Source: an optimization exercise on an open RTL-to-GDS flow (aim: small area, a short achievable clock period and few clock cycles per item). Production flows keep margins and buffers that such runs may drop.
Function was checked by simulation only, so behaviour that the tests miss may differ from the original.
Power is estimated from default activity; no workload was simulated.

==> job 5529 <==
## pixconv
module pixconv (
    input  wire        clk,
    input  wire        rst,
    input  wire        cfg_we,
    input  wire [3:0]  cfg_addr,
    input  wire [25:0] cfg_wdata,
    input  wire        in_valid,
    output wire        in_ready,
    input  wire        in_sof,
    input  wire        in_eol,
    input  wire [11:0] in_c0,
    input  wire [11:0] in_c1,
    input  wire [11:0] in_c2,
    output reg         out_valid,
    output reg  [11:0] out_c0,
    output reg  [11:0] out_c1,
    output reg  [11:0] out_c2,
    output wire [31:0] sig
);
    reg [17:0] m00, m01, m02, m10, m11, m12, m20, m21, m22;
    reg [25:0] o0, o1, o2;
    reg        bypass;
    reg [1:0]  depth;
    reg        w_we;
    reg [3:0]  w_addr;
    reg [25:0] w_data;
    always @(posedge clk) begin
        w_we   <= cfg_we & ~rst;
        w_addr <= cfg_addr;
        w_data <= cfg_wdata;
    end
    always @(posedge clk) begin
        if (rst)
            depth <= 2'd0;
        else if (cfg_we && cfg_addr == 4'd12)
            depth <= cfg_wdata[2:1];
    end
    always @(posedge clk) begin
        if (rst) begin
            m00 <= 18'd0; m01 <= 18'd0; m02 <= 18'd0;
            m10 <= 18'd0; m11 <= 18'd0; m12 <= 18'd0;
            m20 <= 18'd0; m21 <= 18'd0; m22 <= 18'd0;
            o0 <= 26'd0; o1 <= 26'd0; o2 <= 26'd0;
            bypass <= 1'b1;
        end else if (w_we) begin
            case (w_addr)
                4'd0:  m00 <= w_data[17:0];
                4'd1:  m01 <= w_data[17:0];
                4'd2:  m02 <= w_data[17:0];
                4'd3:  m10 <= w_data[17:0];
                4'd4:  m11 <= w_data[17:0];
                4'd5:  m12 <= w_data[17:0];
                4'd6:  m20 <= w_data[17:0];
                4'd7:  m21 <= w_data[17:0];
                4'd8:  m22 <= w_data[17:0];
                4'd9:  o0  <= w_data;
                4'd10: o1  <= w_data;
                4'd11: o2  <= w_data;
                4'd12: bypass <= w_data[0];
                default: ;
            endcase
        end
    end
  ...
clock: 18.0 ns
lec_check: 0
cap_margin: 40
core_margin: 2
core_utilization: 60
place_density: 0.75
slew_margin: 50
synth_hierarchical: 1
synth_minimum_keep_size: 0
run.sh (not shown) runs the stock make flow with config.mk's settings and CLKGATE_MAP_FILE= SYNTH_SCRIPT=/design/flow/synth_recipe.tcl, a recipe that flattens the netlist after the stock synthesis.
==> job 9050 (differences from job 5529) <==
==> flow/flow/run.sh (new file) <==
#!/bin/bash
# The standard layout (the standard.sh: ORFS synthesis to final layout,
# unchanged), with one change: the port buffers that ORFS's buffer_ports
# inserts on every input and output are sky130_fd_sc_hd__buf_4 instead of
# the slow delay buffer it picks by default.  The make output goes to
# flow_own.log in the work folder; ORFS keeps each step's log under orfs/logs.
set -euo pipefail
W=$(pwd)
cp config.mk config_own.mk
echo 'export BUFFER_PORTS_ARGS = -buffer_cell sky130_fd_sc_hd__buf_4' >> config_own.mk
sed "s#DESIGN_CONFIG=[^ ]*#DESIGN_CONFIG=$W/config_own.mk#" standard.sh > standard_own.sh
grep -q "DESIGN_CONFIG=$W/config_own.mk" standard_own.sh
bash standard_own.sh > flow_own.log 2>&1
==> flow/standard.sh (new file) <==
#!/bin/bash
# synth_recipe.tcl (not shown) runs the flow's synth.tcl, then flattens the netlist and writes it again
# the make line also repeats each setting of config.mk as NAME=value (left out here)
make -C /OpenROAD-flow-scripts/flow DESIGN_CONFIG=/design/flow/config.mk WORK_HOME=/design/flow/orfs CLKGATE_MAP_FILE= SYNTH_SCRIPT=/design/flow/synth_recipe.tcl "${@:-finish}"
- CAP_MARGIN: 40 -> 20
- CORE_UTILIZATION: 60 -> 40
- PLACE_DENSITY: 0.75 -> 0.6
- SLEW_MARGIN: 50 -> 20
removed: flow/run.sh
==> comparison table <==
metric	job 5529	job 9050
Die Width	369 um	451 um
Arrival @ worst endpoint	5.95 ns	6.29 ns
Number of cells after detailed placement	9322	10200
Combined area of the multi-input logic cells	0.0609 mm2	0.0607 mm2
Clock power share	0.257	0.261
Part of the total power dissipated in sequential elements	0.278	0.275
Worst skew pair latency	0.74 ns	0.79 ns
Worst IR drop on VDD	0.117 mV	0.104 mV
Overall via count from detail_route	60200	58900
Core Footprint	0.132 mm2	0.199 mm2
Core Rows	133	164
Largest net degree at the start of global routing	96	148
Met1 wire length	90.0 mm	107 mm
Area growth from synthesis to layout	7.35%	8.07%
Launching point of the worst reg2reg path	s0_c1[9]	s1_t0[12]
Run status	finished clean	finished clean
First-pass iteration count of the detailed router	10	6
Met3 layer usage reported by global route	0.157	0.0830
Testbench counts of job 5529, summed over its fixed seeds: cycles 10,155, items 10,123.
Testbench counts of job 9050, summed over its fixed seeds: cycles 10,155, items 10,123.


==> yarrow <==
pixconv, a different RTL version from the one above (not shown whole).
// pixconv
module pixconv (
    input  wire        clk,
    input  wire        rst,
    input  wire        cfg_we,
    input  wire [3:0]  cfg_addr,
    input  wire [25:0] cfg_wdata,
    input  wire        in_valid,
    output wire        in_ready,
    input  wire        in_sof,
    input  wire        in_eol,
    input  wire [11:0] in_c0,
    input  wire [11:0] in_c1,
    input  wire [11:0] in_c2,
    output reg         out_valid,
    output reg  [11:0] out_c0,
    output reg  [11:0] out_c1,
    output reg  [11:0] out_c2,
    output wire [31:0] sig
);
    reg [17:0] m00, m01, m02, m10, m11, m12, m20, m21, m22;
    reg [25:0] o0, o1, o2;
    reg        bypass;
    reg [1:0]  depth;
    always @(posedge clk) begin
        if (rst)
            depth <= 2'd0;
        else if (cfg_we && cfg_addr == 4'd12)
            depth <= cfg_wdata[2:1];
    end
    always @(posedge clk) begin
        if (rst) begin
            m00 <= 18'd0; m01 <= 18'd0; m02 <= 18'd0;
            m10 <= 18'd0; m11 <= 18'd0; m12 <= 18'd0;
            m20 <= 18'd0; m21 <= 18'd0; m22 <= 18'd0;
  ...
clock: 18.0 ns
lec_check: 0
cap_margin: 50
core_margin: 2
core_utilization: 65
place_density: 0.7
slew_margin: 70
synth_hierarchical: 1
synth_minimum_keep_size: 0
standard.sh (not shown) runs the stock make flow with config.mk's settings and CLKGATE_MAP_FILE= SYNTH_SCRIPT=/design/flow/synth_recipe.tcl, a recipe that flattens the netlist after the stock synthesis.
==> flow/flow/run.sh <==
#!/bin/bash
# The standard layout (the standard.sh: ORFS synthesis to final layout,
# unchanged), with one change: the port buffers that ORFS's buffer_ports
# inserts on every input and output are sky130_fd_sc_hd__buf_4 instead of
# the slow delay buffer it picks by default.  The make output goes to
# flow_own.log in the work folder; ORFS keeps each step's log under orfs/logs.
set -euo pipefail
W=$(pwd)
cp config.mk config_own.mk
echo 'export BUFFER_PORTS_ARGS = -buffer_cell sky130_fd_sc_hd__buf_4' >> config_own.mk
sed "s#DESIGN_CONFIG=[^ ]*#DESIGN_CONFIG=$W/config_own.mk#" standard.sh > standard_own.sh
grep -q "DESIGN_CONFIG=$W/config_own.mk" standard_own.sh
bash standard_own.sh > flow_own.log 2>&1
==> garnet (differences from yarrow) <==
--- a/flow/design.v
+++ b/flow/design.v
@@ -16,44 +16,52 @@
     output reg  [11:0] out_c1,
     output reg  [11:0] out_c2,
     output wire [31:0] sig
 );
     reg [17:0] m00, m01, m02, m10, m11, m12, m20, m21, m22;
     reg [25:0] o0, o1, o2;
     reg        bypass;
     reg [1:0]  depth;
+    reg        w_we;
+    reg [3:0]  w_addr;
+    reg [25:0] w_data;
+    always @(posedge clk) begin
+        w_we   <= cfg_we & ~rst;
+        w_addr <= cfg_addr;
+        w_data <= cfg_wdata;
+    end
     always @(posedge clk) begin
         if (rst)
             depth <= 2'd0;
         else if (cfg_we && cfg_addr == 4'd12)
             depth <= cfg_wdata[2:1];
     end
     always @(posedge clk) begin
         if (rst) begin
             m00 <= 18'd0; m01 <= 18'd0; m02 <= 18'd0;
             m10 <= 18'd0; m11 <= 18'd0; m12 <= 18'd0;
             m20 <= 18'd0; m21 <= 18'd0; m22 <= 18'd0;
             o0 <= 26'd0; o1 <= 26'd0; o2 <= 26'd0;
             bypass <= 1'b1;
-        end else if (cfg_we) begin
-            case (cfg_addr)
-                4'd0:  m00 <= cfg_wdata[17:0];
-                4'd1:  m01 <= cfg_wdata[17:0];
-                4'd2:  m02 <= cfg_wdata[17:0];
-                4'd3:  m10 <= cfg_wdata[17:0];
-                4'd4:  m11 <= cfg_wdata[17:0];
-                4'd5:  m12 <= cfg_wdata[17:0];
-                4'd6:  m20 <= cfg_wdata[17:0];
-                4'd7:  m21 <= cfg_wdata[17:0];
-                4'd8:  m22 <= cfg_wdata[17:0];
-                4'd9:  o0  <= cfg_wdata;
-                4'd10: o1  <= cfg_wdata;
-                4'd11: o2  <= cfg_wdata;
-                4'd12: bypass <= cfg_wdata[0];
+        end else if (w_we) begin
+            case (w_addr)
+                4'd0:  m00 <= w_data[17:0];
+                4'd1:  m01 <= w_data[17:0];
+                4'd2:  m02 <= w_data[17:0];
+                4'd3:  m10 <= w_data[17:0];
+                4'd4:  m11 <= w_data[17:0];
+                4'd5:  m12 <= w_data[17:0];
+                4'd6:  m20 <= w_data[17:0];
+                4'd7:  m21 <= w_data[17:0];
+                4'd8:  m22 <= w_data[17:0];
+                4'd9:  o0  <= w_data;
+                4'd10: o1  <= w_data;
+                4'd11: o2  <= w_data;
+                4'd12: bypass <= w_data[0];
                 default: ;
             endcase
         end
     end
     wire [17:0] me00 = m00, me01 = m01, me02 = m02;
     wire [17:0] me10 = m10, me11 = m11, me12 = m12;
     wire [17:0] me20 = m20, me21 = m21, me22 = m22;
     wire [25:0] oe0 = o0, oe1 = o1, oe2 = o2;
==> flow/run.sh (new file) <==
#!/bin/bash
# synth_recipe.tcl (not shown) runs the flow's synth.tcl, then flattens the netlist and writes it again
# the make line also repeats each setting of config.mk as NAME=value (left out here)
make -C /OpenROAD-flow-scripts/flow DESIGN_CONFIG=/design/flow/config.mk WORK_HOME=/design/flow/orfs CLKGATE_MAP_FILE= SYNTH_SCRIPT=/design/flow/synth_recipe.tcl finish
Settings changed: CAP_MARGIN 50 to 20, CORE_UTILIZATION 65 to 40, PLACE_DENSITY 0.7 to 0.6, SLEW_MARGIN 70 to 20.
removed: flow/flow/run.sh
removed: flow/standard.sh
==> notes.md <==
In garnet the count of clock-buffer cells in the layout is lower than in yarrow, by 8. Against garnet, the via count of yarrow is higher by 3.1%. Between yarrow and garnet, the lower register-to-register slack is in garnet (gap 550 ps). In yarrow the power is higher than in garnet, by about 11%. Between yarrow and garnet, the lower worst setup slack is in garnet (gap 550 ps). Between yarrow and garnet, the lower clock power is in yarrow (gap about 6%, measured against garnet). Of yarrow and garnet, garnet has the higher sequential share of layout area (gap 0.23 points). In garnet the critical path depth is lower than in yarrow, by 1. Against yarrow, the wire length of garnet is larger by about 3%. In yarrow the clock skew is lower than in garnet, by 30 ps.
Testbench counts of yarrow, summed over its fixed seeds: cycles 10,155, items 10,123.
Testbench counts of garnet, summed over its fixed seeds: cycles 10,155, items 10,123.

-- afterwards: timing with drivers on the ports --
No port has a modelled driver above. Below, the same layouts with a new extraction and two added sets of constraints. Step 1 (the two cells are an assumption about what drives the block):
set clk [get_ports {clk}]
set_driving_cell -lib_cell sky130_fd_sc_hd__clkbuf_16 $clk
set_driving_cell -lib_cell sky130_fd_sc_hd__buf_2 [delete_from_list [all_inputs] $clk]
Step 2, shift: input delay + t, output delay - t, t = (earliest + latest rising clock arrival at the registers) / 2. This alone moves slack from input paths to output paths. Slacks: no drivers / after step 1 / after step 2; pairs: no drivers / after step 1.
| run | t (ns) | setup slack, ns | hold WS [ns] | worst setup path after step 2 |
|---|---|---|---|---|
| job 5529 | 0.804 | 12.668 / 12.668 / 12.395 | 0.327 / 0.327 / 0.327 | input to register |
| job 9050 | 0.831 | 12.350 / 12.350 / 11.875 | 0.333 / 0.333 / 0.333 | input to register |
| yarrow | 0.793 | 13.116 / 13.116 / 12.629 | 0.327 / 0.327 / 0.327 | input to register |
| garnet | 0.828 | 12.569 / 12.569 / 12.441 | 0.327 / 0.327 / 0.327 | input to register |
After both steps setup and hold are still met in every run listed. For yarrow, which loses most, drivers alone change the setup slack by 0.000 ns; drivers and shift together by -0.487 ns.
